Context: an optimization exercise on an open-source flow, tuned for small area, a short achievable clock period and few clock cycles per item. The choices shown serve that exercise and are no tape-out recipe.
RTL that was checked went through simulation tests only; none was proved equivalent to the original.

job 101:
==> flow/design.v (excerpt) <==
module sha256_core (
    input  wire         clk,
    input  wire         rst,          
    input  wire         in_valid,
    output wire         in_ready,
    input  wire         in_first,     
    input  wire [511:0] in_block,     
    output reg          out_valid,
    output wire [255:0] out_digest    
);
==> flow/config.mk <==
export PLATFORM = sky130hd
export DESIGN_NAME = sha256_core
export DESIGN_NICKNAME = sha256_core
export VERILOG_FILES = /design/flow/design.v
export SDC_FILE = /design/flow/constraint.sdc
export NUM_CORES = 4
export LEC_CHECK = 0
export CAP_MARGIN = 20
export CORE_MARGIN = 2
export CORE_UTILIZATION = 55
export CTS_BUF_LIST = sky130_fd_sc_hd__clkbuf_8
export CTS_CLUSTER_SIZE = 24
export SLEW_MARGIN = 20
==> flow/constraint.sdc <==
create_clock -name core_clock -period 10.0 [get_ports {clk}]
set_input_delay 2.0000 -clock core_clock [delete_from_list [all_inputs] [get_ports {clk}]]
set_output_delay 2.0000 -clock core_clock [all_outputs]
set_load 0.01 [all_outputs]
standard.sh (not shown) runs the stock make flow with config.mk's settings and CLKGATE_MAP_FILE= SYNTH_SCRIPT=/design/flow/synth_recipe.tcl, a recipe that flattens the netlist after the stock synthesis.
==> flow/flow/run.sh <==
#!/bin/bash
set -euo pipefail
export BUFFER_PORTS_ARGS="-buffer_cell sky130_fd_sc_hd__buf_1"
export SETUP_SLACK_MARGIN=6
bash standard.sh > standard_make.log 2>&1
For job 105, these inputs were changed with respect to job 101:
--- a/flow/flow/run.sh
+++ b/flow/flow/run.sh
@@ -4 +4 @@
-export SETUP_SLACK_MARGIN=6
+export SETUP_SLACK_MARGIN=5
### Flow results
Job 101 -> job 105: placed instance area flat. Compound-gate portion of the synthesized area came out exactly the same in job 101 and job 105. Delta (job 105 minus job 101): per-instance average area after synthesis saw little to no change; setup slack has decreased; top achievable clock speed has decreased; wire length of the first global-routing pass shows a reduction of 5.3%. Cell area delta (job 105 − job 101): favourable.
No functional check of the RTL was part of any run of this note.

== run C ==
sha256_core, a different RTL version from the one above (not shown whole).
For scale: ~1,000 flip-flops, roughly 770 I/O pins, about 50,000 um2 of cells after synthesis.
export LEC_CHECK = 0
export CAP_MARGIN = 20
export CORE_MARGIN = 2
export CORE_UTILIZATION = 55
export CTS_BUF_LIST = sky130_fd_sc_hd__clkbuf_16
export CTS_CLUSTER_DIAMETER = 120
export CTS_CLUSTER_SIZE = 20
export SLEW_MARGIN = 20
create_clock -name core_clock -period 10.0 [get_ports {clk}]
==> flow/flow/run.sh <==
#!/bin/bash
set -euo pipefail
export BUFFER_PORTS_ARGS="-buffer_cell sky130_fd_sc_hd__buf_1"
export SETUP_SLACK_MARGIN=5.5
bash standard.sh > standard_make.log 2>&1
Per the final summary, run C finished and its layout is clean on timing, DRC and antenna.
Testbench counts of run C, summed over its fixed seeds: cycles 25,368, blocks 384.
Inputs modified between run C and run K:
-- flow/flow/run.sh --
<<< run C, line 4
export SETUP_SLACK_MARGIN=5.5
>>> run K, line 4
export SETUP_SLACK_MARGIN=5
-- flow/config.mk --
<<< run C, line 10
export CORE_UTILIZATION = 55
>>> run K, line 10
export CORE_UTILIZATION = 65
<<< run C, line 14
>>> run K, line 14
export PLACE_DENSITY = 0.72
Number of non-filler instances in the completed layout in run K vs run C: down about 4.4%
Diff run C -> run K: summed area of non-filler cells in the final layout shrank by about 4%, post-synthesis to final-layout area growth shrank by 5.0 points.

== east ==
The RTL this note starts from:
==> flow/design.v <==
module sha256_core (
    input  wire         clk,
    input  wire         rst,          
    input  wire         in_valid,
    output wire         in_ready,
    input  wire         in_first,     
    input  wire [511:0] in_block,     
    output reg          out_valid,
    output wire [255:0] out_digest    
);
    localparam [255:0] IV = {32'h6a09e667, 32'hbb67ae85, 32'h3c6ef372, 32'ha54ff53a,
                             32'h510e527f, 32'h9b05688c, 32'h1f83d9ab, 32'h5be0cd19};
    localparam [2047:0] KTAB = {
        32'hc67178f2, 32'hbef9a3f7, 32'ha4506ceb, 32'h90befffa, 32'h8cc70208, 32'h84c87814, 32'h78a5636f, 32'h748f82ee,
        32'h682e6ff3, 32'h5b9cca4f, 32'h4ed8aa4a, 32'h391c0cb3, 32'h34b0bcb5, 32'h2748774c, 32'h1e376c08, 32'h19a4c116,
        32'h106aa070, 32'hf40e3585, 32'hd6990624, 32'hd192e819, 32'hc76c51a3, 32'hc24b8b70, 32'ha81a664b, 32'ha2bfe8a1,
        32'h92722c85, 32'h81c2c92e, 32'h766a0abb, 32'h650a7354, 32'h53380d13, 32'h4d2c6dfc, 32'h2e1b2138, 32'h27b70a85,
        32'h14292967, 32'h06ca6351, 32'hd5a79147, 32'hc6e00bf3, 32'hbf597fc7, 32'hb00327c8, 32'ha831c66d, 32'h983e5152,
        32'h76f988da, 32'h5cb0a9dc, 32'h4a7484aa, 32'h2de92c6f, 32'h240ca1cc, 32'h0fc19dc6, 32'hefbe4786, 32'he49b69c1,
        32'hc19bf174, 32'h9bdc06a7, 32'h80deb1fe, 32'h72be5d74, 32'h550c7dc3, 32'h243185be, 32'h12835b01, 32'hd807aa98,
        32'hab1c5ed5, 32'h923f82a4, 32'h59f111f1, 32'h3956c25b, 32'he9b5dba5, 32'hb5c0fbcf, 32'h71374491, 32'h428a2f98
    };
    reg         run;         
    reg  [6:0]  kc;          
    reg         first;       
    reg  [31:0] a, b, c, d, e, f, g, h, hk;
    reg  [31:0] w [0:15];
    reg  [31:0] q0, q1, q2, q3, r0, r1, r2, r3;
    assign in_ready   = ~run;
    assign out_digest = {q3, q2, q1, q0, r3, r2, r1, r0};
    function [31:0] fa_s(input [31:0] x, input [31:0] y, input [31:0] z);
        fa_s = x ^ y ^ z;
    endfunction
    function [31:0] fa_c(input [31:0] x, input [31:0] y, input [31:0] z);
        fa_c = {(x[30:0] & y[30:0]) | (x[30:0] & z[30:0]) | (y[30:0] & z[30:0]), 1'b0};
    endfunction
    wire [31:0] s1  = {e[5:0], e[31:6]} ^ {e[10:0], e[31:11]} ^ {e[24:0], e[31:25]};
    wire [31:0] ch  = (e & f) | (~e & g);
    wire [31:0] s0  = {a[1:0], a[31:2]} ^ {a[12:0], a[31:13]} ^ {a[21:0], a[31:22]};
    wire [31:0] mj  = (a & b) | (a & c) | (b & c);
    wire [31:0] x1s = fa_s(s1, ch, hk), x1c = fa_c(s1, ch, hk);
    wire [31:0] x2s = fa_s(x1s, x1c, s0), x2c = fa_c(x1s, x1c, s0);
    wire [31:0] x3s = fa_s(x2s, x2c, mj), x3c = fa_c(x2s, x2c, mj);
    wire [31:0] a_new = x3s + x3c;
    wire [31:0] y2s = fa_s(x1s, x1c, d), y2c = fa_c(x1s, x1c, d);
    wire [31:0] e_new = y2s + y2c;
    wire [31:0] sig0 = {w[1][6:0], w[1][31:7]} ^ {w[1][17:0], w[1][31:18]} ^ (w[1] >> 3);
    wire [31:0] sig1 = {w[14][16:0], w[14][31:17]} ^ {w[14][18:0], w[14][31:19]} ^ (w[14] >> 10);
    wire [31:0] m1s = fa_s(sig0, sig1, w[0]), m1c = fa_c(sig0, sig1, w[0]);
    wire [31:0] m2s = fa_s(m1s, m1c, w[9]),  m2c = fa_c(m1s, m1c, w[9]);
    wire [31:0] w_next = m2s + m2c;
    wire [31:0] kn  = KTAB[{kc[5:0], 5'd0} +: 32];
    wire [31:0] p1s = fa_s(g, kn, w[1]), p1c = fa_c(g, kn, w[1]);
    wire [31:0] hk_next = p1s + p1c;
    wire [31:0] hk_init = (in_first ? IV[31:0] : r0) + 32'h428a2f98 + in_block[511:480];
    wire        addph = run & (kc[6] | (kc[5:1] == 5'b11111));
    reg  [31:0] iva, ive;
    always @(*) begin
        case (kc[1:0])
            2'b10: begin iva = IV[159:128]; ive = IV[31:0];   end
            2'b11: begin iva = IV[191:160]; ive = IV[63:32];  end
            2'b00: begin iva = IV[223:192]; ive = IV[95:64];  end
            default: begin iva = IV[255:224]; ive = IV[127:96]; end
        endcase
    end
    wire [31:0] qsum = (first ? iva : q0) + a;
    wire [31:0] rsum = (first ? ive : r0) + e;
    integer i;
    always @(posedge clk) begin
        if (rst) begin
            run       <= 1'b0;
            out_valid <= 1'b0;
        end else begin
            out_valid <= run & (kc == 7'd65);
            if (!run)
                run <= in_valid;
            else if (kc == 7'd65)
                run <= 1'b0;
        end
    end
    always @(posedge clk) begin
        if (!run) begin
            kc    <= 7'd1;
            first <= in_first;
            for (i = 0; i < 16; i = i + 1)
                w[i] <= in_block[511 - 32*i -: 32];
            if (in_first)
                {a, b, c, d, e, f, g, h} <= IV;
            else
                {a, b, c, d, e, f, g, h} <= {q3, q2, q1, q0, r3, r2, r1, r0};
            hk <= hk_init;
        end else begin
            kc <= kc + 7'd1;
            h <= g; g <= f; f <= e; e <= e_new;
            d <= c; c <= b; b <= a; a <= a_new;
            hk <= hk_next;
            for (i = 0; i < 15; i = i + 1)
                w[i] <= w[i + 1];
            w[15] <= w_next;
        end
        if (addph) begin
            q0 <= q1; q1 <= q2; q2 <= q3; q3 <= qsum;
            r0 <= r1; r1 <= r2; r2 <= r3; r3 <= rsum;
        end
    end
endmodule
make LEC_CHECK=0 ABC_CLOCK_PERIOD_IN_PS=4000 CAP_MARGIN=20 CORE_MARGIN=2 CORE_UTILIZATION=40 SETUP_SLACK_MARGIN=5 SLEW_MARGIN=20 finish   # period 10.0 ns
run.sh (not shown) runs the stock make flow with config.mk's settings and CLKGATE_MAP_FILE= SYNTH_SCRIPT=/design/flow/synth_recipe.tcl, a recipe that flattens the netlist after the stock synthesis.
Stock flow here: none of the scripts above is used.
east: no failed stages, no open violations at the end
diff inputs: east => west
Settings: removing SETUP_SLACK_MARGIN (formerly 5); removing ABC_CLOCK_PERIOD_IN_PS (formerly 4000).
Notes after the runs:
In the reports for east and west, the smaller shortest period the worst path allows belongs to east.
Comparing east and west, cell count is lower on west.
| number of global-route vias before repair | lower: west |
Pin slew with the least headroom to its limit (higher): west
west gives more hold slack than east did.
Antenna diode instance count for west: 2 down relative to east
Going from east to west, the routed wire length was found to have gone up by 1800 um.
Fmax: west below east
No functional check of the RTL was part of any run of this note.

## afterwards: timing with drivers on the ports
How much do the figures lean on ideal ports? The routed layouts below were timed once more, with nothing changed but the port constraints. Step 1 (the two cells are an assumption about what drives the block):
set clk [get_ports {clk}]
set_driving_cell -lib_cell sky130_fd_sc_hd__clkbuf_16 $clk
set_driving_cell -lib_cell sky130_fd_sc_hd__buf_2 [delete_from_list [all_inputs] $clk]
Step 2 adds t to the input delays and takes it off the output delays; t is the mean of the earliest and latest rising clock arrival at the registers after step 1. Input paths then give back, and output paths get back, about the clock's delay inside the block. Three values: no drivers, after step 1, after step 2; two values: the first two.
run | t, ns | setup WS [ns] | clock arrival spread, ns | slew at the worst register clock pin (ns) | pins driven straight from the clock port
job 101 | 0.931 | 5.338 / 5.338 / 5.338 | 0.041 / 0.041 | 0.07 / 0.07 | 1
job 105 | 0.939 | 5.058 / 5.058 / 5.058 | 0.065 / 0.065 | 0.07 / 0.07 | 1
run C | 0.786 | 5.162 / 5.162 / 5.162 | 0.025 / 0.025 | 0.10 / 0.10 | 1
run K | 0.750 | 5.008 / 5.008 / 5.008 | 0.031 / 0.031 | 0.10 / 0.10 | 1
east | 0.805 | 5.001 / 5.001 / 4.261 | 0.113 / 0.113 | 0.08 / 0.08 | 1
west | 0.828 | 3.811 / 3.811 / 3.673 | 0.054 / 0.054 | 0.07 / 0.07 | 1
After both steps every run listed still meets setup and hold. The setup slack of east, which loses most, moves by 0.000 ns with the drivers and by -0.740 ns with both steps.
